From an optimization exercise on the open Yosys and OpenROAD flow, aimed at small area and a short achievable clock period; shortcuts taken in it are not production practice.
In this exercise RTL edits were held to simulation tests only and were not proved equivalent to the original.

==> inputs of run F <==
==> flow/design.v (excerpt) <==
module quire_ecc (
    input  wire         clk,
    input  wire         rst,
    input  wire         enc_in_valid,
    input  wire [127:0] enc_in_data,
    output reg          enc_out_valid,
    output reg  [144:0] enc_out_word,
    input  wire         dec_in_valid,
    input  wire [144:0] dec_in_word,
    output reg          dec_out_valid,
    output reg  [144:0] dec_out_word,
    output reg          dec_out_corr,
    output reg          dec_out_unc
);
    function [3:0] m16;
        input [3:0] a;
        input [3:0] b;
        reg [6:0] r;
        integer k;
        begin
            r = 7'd0;
            for (k = 0; k < 4; k = k + 1)
                if (b[k])
                    r = r ^ ({3'd0, a} << k);
            for (k = 6; k >= 4; k = k - 1)
                if (r[k])
                    r = r ^ (7'b0010011 << (k - 4));
            m16 = r[3:0];
        end
    endfunction
  ...
clock: 22.0 ns
lec_check: 0
cap_margin: 50
core_margin: 2
core_utilization: 55
cts_buf_list: sky130_fd_sc_hd__clkbuf_8
cts_cluster_diameter: 50
cts_cluster_size: 15
slew_margin: 50
standard.sh (not shown) runs the stock make flow with config.mk's settings and CLKGATE_MAP_FILE= SYNTH_SCRIPT=/design/flow/synth_recipe.tcl, a recipe that flattens the netlist after the stock synthesis.
==> flow/flow/run.sh <==
#!/bin/bash
# The standard layout (standard.sh, the standard flow's own ORFS run), with these changes:
#  - synthesis is the standard flow's script (synth_recipe.tcl) unchanged except that
#    yosys's abc maps with flow/abc_area.script (area-oriented mapping, no
#    gate upsizing or buffering; registers are mapped by dfflibmap as before);
#  - the port buffers that ORFS inserts on every input and output are
#    sky130_fd_sc_hd__buf_1 instead of the cell buffer_ports picks by default;
#  - repair_timing aims for a setup slack margin, so that it sizes the
#    critical paths although the design's clock period is met anyway.
# The SDC, clock period and every other step are the standard flow's.
# Each tool's output goes to a log of its own here (synth.log, standard.log)
# and to ORFS's logs under orfs/logs.
set -euo pipefail
W="$(cd "$(dirname "$0")/.." && pwd)"
cd "$W"
export BUFFER_PORTS_ARGS="-buffer_cell sky130_fd_sc_hd__buf_1"
export SETUP_SLACK_MARGIN=16

cat > "$W/flow/synth_area.tcl" <<EOT
proc abc {args} {
  set i [lsearch \$args -script]
  if {\$i >= 0} { lset args [expr {\$i + 1}] $W/flow/abc_area.script }
  yosys abc {*}\$args
}
source $W/synth_recipe.tcl
EOT
sed "s#SYNTH_SCRIPT=[^ ]*#SYNTH_SCRIPT=$W/flow/synth_area.tcl#" standard.sh > "$W/flow/synth_step.sh"
bash "$W/flow/synth_step.sh" synth > synth.log 2>&1
bash standard.sh > standard.log 2>&1
==> flow/flow/abc_area.script <==
strash
dch
map -a
topo
==> run C: changes against run F <==
--- a/flow/design.v
+++ b/flow/design.v
@@ -1106,14 +1106,18 @@
         r2_par  <= r1_par;
     end
     wire [7:0] c_y  = {r2_c[5] ^ r2_c[6], r2_c[4], r2_c[4] ^ r2_c[5], r2_c[3] ^ r2_c[4] ^ r2_c[5] ^ r2_c[6], r2_c[1] ^ r2_c[2] ^ r2_c[4] ^ r2_c[5] ^ r2_c[6], r2_c[0] ^ r2_c[4], r2_c[0] ^ r2_c[1] ^ r2_c[4] ^ r2_c[6], 1'b0};
     wire [7:0] c_x1 = tmul(r2_s1, c_y);
     wire [7:0] c_x2 = c_x1 ^ r2_s1;
+    wire       c_tr = ^(r2_c & 8'd128);                    
     wire       c_one  = r2_s1nz & ~(|r2_c);                
-    wire       c_two  = r2_s1nz & (|r2_c) & ~r2_par;       
-    wire c_en1 = c_two;
-    wire c_en2 = c_two | c_one;
+    wire       c_two  = r2_s1nz & (|r2_c) & ~c_tr & ~r2_par;  
+    localparam [255:0] POS = 256'hfb6a379b3e603b16892cfa2342a27cf5af77fa4eb4719aeffba33a4be44e45be;    
+    wire c_in1 = POS[c_x1];
+    wire c_in2 = POS[c_x2];
+    wire c_en1 = c_two & c_in1 & c_in2;
+    wire c_en2 = c_en1 | c_one;
     wire c_par = r2_zero & r2_par;               
     wire [15:0] c_h1, c_l1, c_h2, c_l2;
     genvar gi;
     generate
         for (gi = 0; gi < 16; gi = gi + 1) begin : g_pre
@@ -1266,12 +1270,12 @@
     assign c_flip[139] = (c_h1[11] & c_l1[15]) | (c_h2[11] & c_l2[15]);
     assign c_flip[140] = (c_h1[3] & c_l1[1]) | (c_h2[3] & c_l2[1]);
     assign c_flip[141] = (c_h1[7] & c_l1[4]) | (c_h2[7] & c_l2[4]);
     assign c_flip[142] = (c_h1[1] & c_l1[13]) | (c_h2[1] & c_l2[13]);
     assign c_flip[143] = (c_h1[10] & c_l1[14]) | (c_h2[10] & c_l2[14]);
-    assign c_flip[144] = c_par | (c_one & ~r2_par);
-    wire c_corr = c_par | c_one | c_two;
+    assign c_flip[144] = c_par | (c_one & c_in2 & ~r2_par);
+    wire c_corr = c_par | (c_one & c_in2) | c_en1;
     always @(posedge clk) begin
         if (rst)
             dec_out_valid <= 1'b0;
         else
             dec_out_valid <= r2_v;
--- a/flow/config.mk
+++ b/flow/config.mk
@@ -5,10 +5,10 @@
 export SDC_FILE = /design/flow/constraint.sdc
 export NUM_CORES = 4
 export LEC_CHECK = 0
 export CAP_MARGIN = 50
 export CORE_MARGIN = 2
-export CORE_UTILIZATION = 55
+export CORE_UTILIZATION = 62
 export CTS_BUF_LIST = sky130_fd_sc_hd__clkbuf_8
 export CTS_CLUSTER_DIAMETER = 50
 export CTS_CLUSTER_SIZE = 15
 export SLEW_MARGIN = 50
==> comparison table <==
quantity	run F	run C
Chip Height	228 um	218 um
Core Box Area	0.0492 mm^2	0.0453 mm^2
Worst r2r src	r1_s1[7]$_DFF_P_	r2_c[0]$_DFF_P_
Worst-case setup slack after placement	14.67 ns	14.41 ns
Largest stage delay on the critical path	0.55 ns	0.49 ns
Synth-to-layout area growth	19.2%	21.6%
Seq area share	0.380	0.361
Unique cell type count in the Yosys netlist	22	29
Run status	complete, no violations	complete, no violations
Overall routing resource usage	0.410	0.470
Chip width	228 um	218 um
Routed Wire Length	109 mm	119 mm
Seq/Total Area, Yosys	0.453	0.438
Met3 Routed Length	9.91 mm	15.2 mm
Relative area of clock buffers and inverters in the final design	0.0300	0.0308
Via count of the first global-routing pass	21,700	24,500

========
==> cedar <==
Another version of the RTL of quire_ecc (not shown whole).
==> flow/config.mk <==
export PLATFORM = sky130hd
export DESIGN_NAME = quire_ecc
export DESIGN_NICKNAME = quire_ecc
export VERILOG_FILES = /design/flow/design.v
export SDC_FILE = /design/flow/constraint.sdc
export NUM_CORES = 4
export LEC_CHECK = 0
export CAP_MARGIN = 50
export CORE_MARGIN = 2
export CORE_UTILIZATION = 55
export CTS_BUF_LIST = sky130_fd_sc_hd__clkbuf_8
export CTS_CLUSTER_DIAMETER = 50
export CTS_CLUSTER_SIZE = 15
export SLEW_MARGIN = 50
==> flow/constraint.sdc <==
create_clock -name core_clock -period 22.0 [get_ports {clk}]
set_input_delay 4.4000 -clock core_clock [delete_from_list [all_inputs] [get_ports {clk}]]
set_output_delay 4.4000 -clock core_clock [all_outputs]
set_load 0.01 [all_outputs]
Scripts as last shown in full above: flow/flow/run.sh, flow/flow/abc_area.script
==> inputs of ember, as changes to cedar <==
--- a/flow/design.v
+++ b/flow/design.v
@@ -1074,20 +1074,16 @@
         r2_s1nz <= b_s1nz;
         r2_par  <= r1_par;
     end
     wire [7:0] c_y  = {r2_c[5] ^ r2_c[6], r2_c[4], r2_c[4] ^ r2_c[5], r2_c[3] ^ r2_c[4] ^ r2_c[5] ^ r2_c[6], r2_c[1] ^ r2_c[2] ^ r2_c[4] ^ r2_c[5] ^ r2_c[6], r2_c[0] ^ r2_c[4], r2_c[0] ^ r2_c[1] ^ r2_c[4] ^ r2_c[6], 1'b0};
     wire [7:0] c_x1 = tmul(r2_s1, c_y);
     wire [7:0] c_x2 = c_x1 ^ r2_s1;
-    wire       c_tr = ^(r2_c & 8'd128);                    
     wire       c_one  = r2_s1nz & ~(|r2_c);                
-    wire       c_two  = r2_s1nz & (|r2_c) & ~c_tr & ~r2_par;  
-    localparam [255:0] POS = 256'hfb6a379b3e603b16892cfa2342a27cf5af77fa4eb4719aeffba33a4be44e45be;    
-    wire c_in1 = POS[c_x1];
-    wire c_in2 = POS[c_x2];
-    wire c_en1 = c_two & c_in1 & c_in2;
-    wire c_en2 = c_en1 | c_one;
+    wire       c_two  = r2_s1nz & (|r2_c) & ~r2_par;       
+    wire c_en1 = c_two;
+    wire c_en2 = c_two | c_one;
     wire c_par = r2_zero & r2_par;               
     wire [15:0] c_h1, c_l1, c_h2, c_l2;
     genvar gi;
     generate
         for (gi = 0; gi < 16; gi = gi + 1) begin : g_pre
             assign c_h1[gi] = c_en1 & (c_x1[7:4] == gi);
@@ -1238,14 +1234,14 @@
     assign c_flip[138] = (c_h1[15] & c_l1[13]) | (c_h2[15] & c_l2[13]);
     assign c_flip[139] = (c_h1[11] & c_l1[15]) | (c_h2[11] & c_l2[15]);
     assign c_flip[140] = (c_h1[3] & c_l1[1]) | (c_h2[3] & c_l2[1]);
     assign c_flip[141] = (c_h1[7] & c_l1[4]) | (c_h2[7] & c_l2[4]);
     assign c_flip[142] = (c_h1[1] & c_l1[13]) | (c_h2[1] & c_l2[13]);
     assign c_flip[143] = (c_h1[10] & c_l1[14]) | (c_h2[10] & c_l2[14]);
-    assign c_flip[144] = c_par | (c_one & c_in2 & ~r2_par);
-    wire c_corr = c_par | (c_one & c_in2) | c_en1;
+    assign c_flip[144] = c_par | (c_one & ~r2_par);
+    wire c_corr = c_par | c_one | c_two;
     always @(posedge clk) begin
         if (rst)
             dec_out_valid <= 1'b0;
         else
             dec_out_valid <= r2_v;
         dec_out_word <= r2_w ^ c_flip;
==> comparison <==
- cedar completed without violations. ember completed with no timing, DRC or antenna violations.
- Against cedar, the synthesized cell count of ember is lower by about 8%.
- Between cedar and ember, the lower cell area is in ember (gap 8.4%, measured against ember).
- Between cedar and ember, the lower register-to-register slack is in cedar (gap 0.27 ns).
- In ember the clock skew is higher than in cedar, by 0.0066 ns.
- In ember the global-route usage is higher than in cedar, by 0.22 points.
- Of cedar and ember, cedar has the higher routed wire length (gap about 6.5%, measured against ember).
- Sequential cell count is the same in cedar and ember.
- Against ember, the worst setup slack of cedar is worse by 0.018 ns.
==> figures <==
| metric | ember | cedar |
|---|---|---|
| Result of the run | finished clean | finished clean |
| Met3 WL | 9490 um | 10,400 um |
| Slowest cell on the critical path | sky130_fd_sc_hd__buf_1 | sky130_fd_sc_hd__xor2_4 |
| Fill cell count | 3,775 | 3,744 |
| Mean post-synth cell area | 10.0 um2 | 9.64 um2 |
| Non-clock inverters | 124 | 201 |
| Clock transition at the registers of the reported paths | 0.11 ns | 0.10 ns |
| Die span in y | 227 um | 231 um |
| Share of cell area taken by multi-input logic gates | 48.2% | 50.1% |
| Placement Cell Area | 31,000 um2 | 32,200 um2 |
| Comb_multi_in | 1,968 | 2,123 |
| End of the worst register-to-register path | r2_c[1] | dec_out_word[19] |
| Proportion of cell area occupied by registers | 37.1% | 34.2% |
| Area fraction in compound gates after synthesis | 3.85% | 4.73% |
| Combined area of all synthesized cells | 27,200 um2 | 28,400 um2 |
| Worst setup slack after layout | 15.89 ns | 15.87 ns |
| Max frequency | 0.164 GHz | 0.163 GHz |

[afterwards: timing with drivers on the ports]
How much do the figures lean on ideal ports? The routed layouts below were timed once more, with nothing changed but the port constraints.
Step 1 assumes that a clkbuf_16 drives the clock port and a buf_2 every other input.
Step 2 adds t to the input delays and takes it off the output delays; t is the mean of the earliest and latest rising clock arrival at the registers after step 1. Input paths then give back, and output paths get back, about the clock's delay inside the block.
Three values: ideal, step 1, step 2; two values: the first two.
| run | t, ns | setup slack, ns | worst setup path after step 2 | clock arrival spread, ns | worst data-port slew with drivers (ns) |
|---|---|---|---|---|---|
| run F | 0.784 | 15.824 / 15.856 / 15.072 | input to register | 0.091 / 0.091 | 0.11 |
| run C | 0.810 | 15.841 / 15.865 / 15.054 | input to register | 0.109 / 0.109 | 0.14 |
| cedar | 0.801 | 15.874 / 15.914 / 15.112 | input to register | 0.110 / 0.111 | 0.08 |
| ember | 0.784 | 15.892 / 15.912 / 15.127 | input to register | 0.117 / 0.117 | 0.13 |
After both steps every run listed still meets setup and hold. The setup slack of run C, which loses most, moves by +0.024 ns with the drivers and by -0.787 ns with both steps.
